Context: an optimization exercise on an open-source flow, tuned for small area, a short achievable clock period and few clock cycles per item. The choices shown serve that exercise and are no tape-out recipe. At most, simulation tests tie the RTL to the original design; equivalence was not proved. Power is estimated from default activity; no workload was simulated.

== onyx ==
## pq_engine
module pq_engine (
    input  wire        clk,
    input  wire        rst,
    input  wire        cmd_valid,
    output wire        cmd_ready,
    input  wire [2:0]  cmd_op,
    input  wire [1:0]  cmd_width,    
    input  wire [3:0]  cmd_x,
    input  wire [3:0]  cmd_y,
    input  wire [7:0]  cmd_rows,     
    input  wire        in_valid,
    output wire        in_ready,
    input  wire [63:0] in_data,
    output reg         out_valid,
    input  wire        out_ready,
    output wire [63:0] out_a,
    output wire [63:0] out_b
);
  localparam OP_GEN = 3'd0;
  localparam OP_RDP = 3'd1;
  localparam OP_RDQ = 3'd2;
  localparam OP_RDD = 3'd3;
  localparam OP_RMW = 3'd4;
  localparam OP_CHK = 3'd5;
  function [7:0] xt;             
    input [7:0] v;
    xt = {v[6:0], 1'b0} ^ (v[7] ? 8'h1D : 8'h00);
  endfunction
  function [1:0] step;
    input [3:0] p;
    input       rec, dd;         
    input [3:0] mx, my;
    reg         sk1, sk2;
    begin
      sk1  = (rec && p + 4'd1 == mx) || (dd && p + 4'd1 == my);
      sk2  = dd && p + 4'd2 == my;
      step = !sk1 ? 2'd1 : sk2 ? 2'd3 : 2'd2;
    end
  endfunction
  function [7:0] xi;             
    input [7:0] v;
    xi = {1'b0, v[7:1]} ^ (v[0] ? 8'h8E : 8'h00);
  endfunction
  reg        c_act;              
  reg [2:0]  c_op;
  reg [3:0]  c_x, c_y, c_dl, c_cnt;
  reg [7:0]  c_rows;             
  reg [1:0]  c_tl, c_p0, c_s0;
  reg [7:0]  c_off, c_tq;        
  reg        c_fa;
  reg        first;              
  reg        last;               
  reg        ll;                 
  ...
Size in the first run: about 220 flip-flops, roughly 220 I/O pins, about 21,000 um2 of cells after synthesis.
==> flow/config.mk <==
export PLATFORM = sky130hd
export DESIGN_NAME = pq_engine
export DESIGN_NICKNAME = pq_engine
export VERILOG_FILES = /design/flow/design.v
export SDC_FILE = /design/flow/constraint.sdc
export NUM_CORES = 4
export LEC_CHECK = 0
export CAP_MARGIN = 20
export CORE_MARGIN = 2
export CORE_UTILIZATION = 45
export CTS_BUF_LIST = sky130_fd_sc_hd__clkbuf_8
export SETUP_SLACK_MARGIN = 2.75
export SLEW_MARGIN = 20
==> flow/constraint.sdc <==
create_clock -name core_clock -period 5.5 [get_ports {clk}]
set_input_delay 1.1000 -clock core_clock [delete_from_list [all_inputs] [get_ports {clk}]]
set_output_delay 1.1000 -clock core_clock [all_outputs]
set_load 0.01 [all_outputs]
standard.sh (not shown) runs the stock make flow with config.mk's settings and CLKGATE_MAP_FILE= SYNTH_SCRIPT=/design/flow/synth_recipe.tcl, a recipe that flattens the netlist after the stock synthesis.
==> flow/flow/run.sh <==
#!/bin/bash
# Standard layout, with the port buffers made from buf_1 instead of the
# default delay buffers.
export BUFFER_PORTS_ARGS="-buffer_cell sky130_fd_sc_hd__buf_1"
bash standard.sh > standard.log 2>&1
Testbench counts of onyx, summed over its fixed seeds: cycles 23,351, rows 2,762.
--- input diff onyx..nickel ---
- TNS_END_PERCENT: unset -> 5
==> flow/flow/run.sh <==
#!/bin/bash
# Standard layout, with the port buffers made from buf_2 instead of the
# default delay buffers.
export BUFFER_PORTS_ARGS="-buffer_cell sky130_fd_sc_hd__buf_2"
bash standard.sh > standard.log 2>&1
[summary]
nickel finished all stages; the layout is clean. Compared with onyx, nickel instantiates a smaller number of standard cells. The core of nickel is less densely filled than that of onyx. The area growth from synthesis to layout of nickel falls short of that of onyx by 1.5 points. First-iteration DRC count in nickel is 17% below onyx. Comparing critical path depth for onyx and nickel, the smaller number came from nickel. nickel: maximum frequency lower than onyx. The final standard cell area without fillers of nickel falls short of that of onyx by 1.3%.
The following lists how ember was set up differently from nickel:
- TNS_END_PERCENT no longer set, was 5
--- outcome ---
- For the standby leakage power, ember came in 0.11 nW higher than nickel did.
- Relative to nickel, post-cts gate resize count has increased by 2.4% in ember.
- ember against nickel: final cell utilization of the core increased by 0.67 points relative to the old numbers; total track usage decreased by 0.30 points relative to the old numbers; final non-filler cell area increased by 300 um2 relative to the old numbers.
What delta does differently from ember at the input level:
- SETUP_SLACK_MARGIN changed from 2.75 to 2.6
### Flow results
- delta closes out successfully: all stages finished, all timing, DRC and antenna checks passed.
- [compare] base=ember new=delta: area added between synthesis and finish decreased by 2.7 points relative to the old numbers; amount of wire on met3 after detailed routing went down; power attributed to the clock group fell by about 2%; detail-routed net length per standard cell grew by about 0.37%; number of multi-input combinational cells has remained practically unchanged.
- NOTE: cell depth of the worst setup path in delta exceeds that of ember
- Length of routed wiring on met1 (delta over ember): increase, 0.67%
- Of ember and delta, ember shows the higher remaining max-slew budget at the tightest pin, with delta below it.
- The data arrival time of the worst path number comes out higher for delta vs ember.
- On power share of the clock group, ember and delta are neck and neck.
- delta: setup slack 0.13 ns below ember
> inputs changed (delta -> tundra)
- SETUP_SLACK_MARGIN: 2.6 -> 2.75
- CTS_BUF_LIST: sky130_fd_sc_hd__clkbuf_8 -> sky130_fd_sc_hd__clkbuf_4
Notes after the runs:
Between tundra and delta, the difference in worst hold slack is negligible.
Row required time reported for the critical path endpoint: tundra lower / delta higher
Sort tundra and delta by power consumed by combinational cells desc -> top: tundra
Master of the slowest instance on the critical path: sky130_fd_sc_hd__nand2_1 -> delta, sky130_fd_sc_hd__fa_2 -> tundra

Another version of the RTL of pq_engine (not shown whole).
Size: about 210 flip-flops.
export LEC_CHECK = 0
export CAP_MARGIN = 20
export CORE_MARGIN = 2
export CORE_UTILIZATION = 45
export CTS_BUF_LIST = sky130_fd_sc_hd__clkbuf_4
export SETUP_SLACK_MARGIN = 2.85
export SLEW_MARGIN = 20
create_clock -name core_clock -period 5.5 [get_ports {clk}]
==> flow/flow/run.sh <==
#!/bin/bash
# Standard layout, with the port buffers made from buf_2 instead of the
# default delay buffers.
export BUFFER_PORTS_ARGS="-buffer_cell sky130_fd_sc_hd__buf_2"
bash standard.sh > standard.log 2>&1
Testbench counts at the start, summed over its fixed seeds: cycles 23,550, rows 2,762.
Rerun with:
Settings changed: SETUP_SLACK_MARGIN 2.85 to 2.75.
Fmax barely changes; area after synthesis stays the same; total power drops by 5.0%; final area decreases by 4.3%; worst setup slack improves by 0.0073 ns; die area is unchanged; wire length falls by 6.4%; utilization fell by 2.4 points; register-to-register slack barely changes; final cell count falls by 1.7%.

pq_engine, a different RTL version from the one above (not shown whole).
For scale: about 2700 cells after synthesis, about 220 flip-flops, about 220 I/O pins.
==> flow/design.v (excerpt) <==
module pq_engine (
    input  wire        clk,
    input  wire        rst,
    input  wire        cmd_valid,
    output wire        cmd_ready,
    input  wire [2:0]  cmd_op,
    input  wire [1:0]  cmd_width,    
    input  wire [3:0]  cmd_x,
    input  wire [3:0]  cmd_y,
    input  wire [7:0]  cmd_rows,     
    input  wire        in_valid,
    output wire        in_ready,
    input  wire [63:0] in_data,
    output reg         out_valid,
    input  wire        out_ready,
    output wire [63:0] out_a,
    output wire [63:0] out_b
);
==> flow/config.mk <==
export PLATFORM = sky130hd
export DESIGN_NAME = pq_engine
export DESIGN_NICKNAME = pq_engine
export VERILOG_FILES = /design/flow/design.v
export SDC_FILE = /design/flow/constraint.sdc
export NUM_CORES = 4
export LEC_CHECK = 0
export CAP_MARGIN = 20
export CORE_MARGIN = 2
export CORE_UTILIZATION = 45
export CTS_BUF_LIST = sky130_fd_sc_hd__clkbuf_8
export SETUP_SLACK_MARGIN = 2.5
export SLEW_MARGIN = 20
==> flow/constraint.sdc <==
create_clock -name core_clock -period 5.5 [get_ports {clk}]
set_input_delay 1.1000 -clock core_clock [delete_from_list [all_inputs] [get_ports {clk}]]
set_output_delay 1.1000 -clock core_clock [all_outputs]
set_load 0.01 [all_outputs]
Scripts as last shown in full above: flow/flow/run.sh
==> next run, changes <==
- CTS_CLUSTER_DIAMETER: not set -> 60
- CTS_CLUSTER_SIZE: not set -> 16
- SETUP_SLACK_MARGIN: 2.5 -> 2.75
What happened: The new run completed with no timing, DRC or antenna violations. Hold slack gets better by 0.0033 ns. Routed wire length rises slightly. Cell area rises by a few percent. Non-clock buffer count rises by 60.
==> next run, changes <==
- CTS_CLUSTER_DIAMETER: 60 -> not set
- CTS_CLUSTER_SIZE: 16 -> not set
=> The new run passed the timing, design-rule and antenna checks; fmax hardly moves; die area stays the same; combinational power went down by about 1%.
Function was not checked in any run of this note: the RTL went through the layout flow alone.

Another version of the RTL of pq_engine (not shown whole).
Size: roughly 210 flip-flops, about 220 I/O pins, roughly 0.020 sq mm of cells after synthesis.
## pq_engine
module pq_engine (
    input  wire        clk,
    input  wire        rst,
    input  wire        cmd_valid,
    output wire        cmd_ready,
    input  wire [2:0]  cmd_op,
    input  wire [1:0]  cmd_width,    
    input  wire [3:0]  cmd_x,
    input  wire [3:0]  cmd_y,
    input  wire [7:0]  cmd_rows,     
    input  wire        in_valid,
    output wire        in_ready,
    input  wire [63:0] in_data,
    output reg         out_valid,
    input  wire        out_ready,
    output wire [63:0] out_a,
    output wire [63:0] out_b
);
==> flow/config.mk <==
export PLATFORM = sky130hd
export DESIGN_NAME = pq_engine
export DESIGN_NICKNAME = pq_engine
export VERILOG_FILES = /design/flow/design.v
export SDC_FILE = /design/flow/constraint.sdc
export NUM_CORES = 4
export LEC_CHECK = 0
export CAP_MARGIN = 20
export CORE_MARGIN = 2
export CORE_UTILIZATION = 60
export CTS_BUF_LIST = sky130_fd_sc_hd__clkbuf_8
export SETUP_SLACK_MARGIN = 2.5
export SLEW_MARGIN = 20
==> flow/constraint.sdc <==
create_clock -name core_clock -period 5.5 [get_ports {clk}]
set_input_delay 1.1000 -clock core_clock [delete_from_list [all_inputs] [get_ports {clk}]]
set_output_delay 1.1000 -clock core_clock [all_outputs]
set_load 0.01 [all_outputs]
Scripts as last shown in full above: flow/flow/run.sh
The first run went through all stages and came out clean.
Testbench counts at the start, summed over its fixed seeds: cycles 23,337, rows 2,762.
==> next run, changes <==
CORE_UTILIZATION = 45   (was 60)
SETUP_SLACK_MARGIN = 2.75   (was 2.5)
The new run passed the timing, design-rule and antenna checks.
Clock-buffer cell count goes down by 3.
Wire length goes up by 7.4%.
Via count goes down by about 0.8%.
Worst setup slack is better by 0.067 ns.
Fmax goes up by 2.3%.
Flip-flop and latch count is unchanged.
First-iteration DRC count goes down by about 19%.
Total power goes up by 5.3%.
Die area goes up by about 33%.
Global-route usage goes down by 8.2 points.
Final area goes up by about 5%.

re-timing with driven ports:
No port has a modelled driver above. Below, the same layouts with a new extraction and two added sets of constraints.
Step 1: set_driving_cell puts a clkbuf_16 on clk and a buf_2 on each other input, an assumption about the parent block.
Step 2 moves the port delays by t, midway between the first and last clock arrival at a register: inputs arrive t later, outputs are due t later. That takes back most of the time a late clock gives input paths.
a / b / c = ideal ports / drivers / drivers and shift; a / b = the first two.
| run | t, ns | setup WS [ns] | latest minus earliest clock arrival (ns) |
|---|---|---|---|
| onyx | 0.677 | 2.719 / 2.719 / 2.061 | 0.046 / 0.045 |
| nickel | 0.670 | 2.627 / 2.638 / 1.989 | 0.032 / 0.032 |
| ember | 0.676 | 2.755 / 2.732 / 2.116 | 0.049 / 0.049 |
| delta | 0.688 | 2.627 / 2.648 / 1.960 | 0.030 / 0.029 |
| tundra | 0.836 | 2.755 / 2.755 / 2.018 | 0.055 / 0.055 |
| the first run of note 2 | 0.879 | 2.749 / 2.749 / 2.050 | 0.083 / 0.082 |
| the second run of note 2 | 0.865 | 2.756 / 2.756 / 2.000 | 0.082 / 0.082 |
| the first run of note 3 | 0.678 | 2.567 / 2.567 / 1.941 | 0.023 / 0.024 |
| the second run of note 3 | 0.703 | 2.723 / 2.717 / 2.031 | 0.031 / 0.031 |
| the third run of note 3 | 0.656 | 2.714 / 2.714 / 2.083 | 0.047 / 0.048 |
| the first run of note 4 | 0.647 | 2.526 / 2.526 / 1.922 | 0.032 / 0.033 |
| the second run of note 4 | 0.664 | 2.593 / 2.593 / 2.055 | 0.028 / 0.028 |
After both steps setup and hold are still met in every run listed. For the second run of note 2, which loses most, drivers alone change the setup slack by 0.000 ns; drivers and shift together by -0.756 ns.
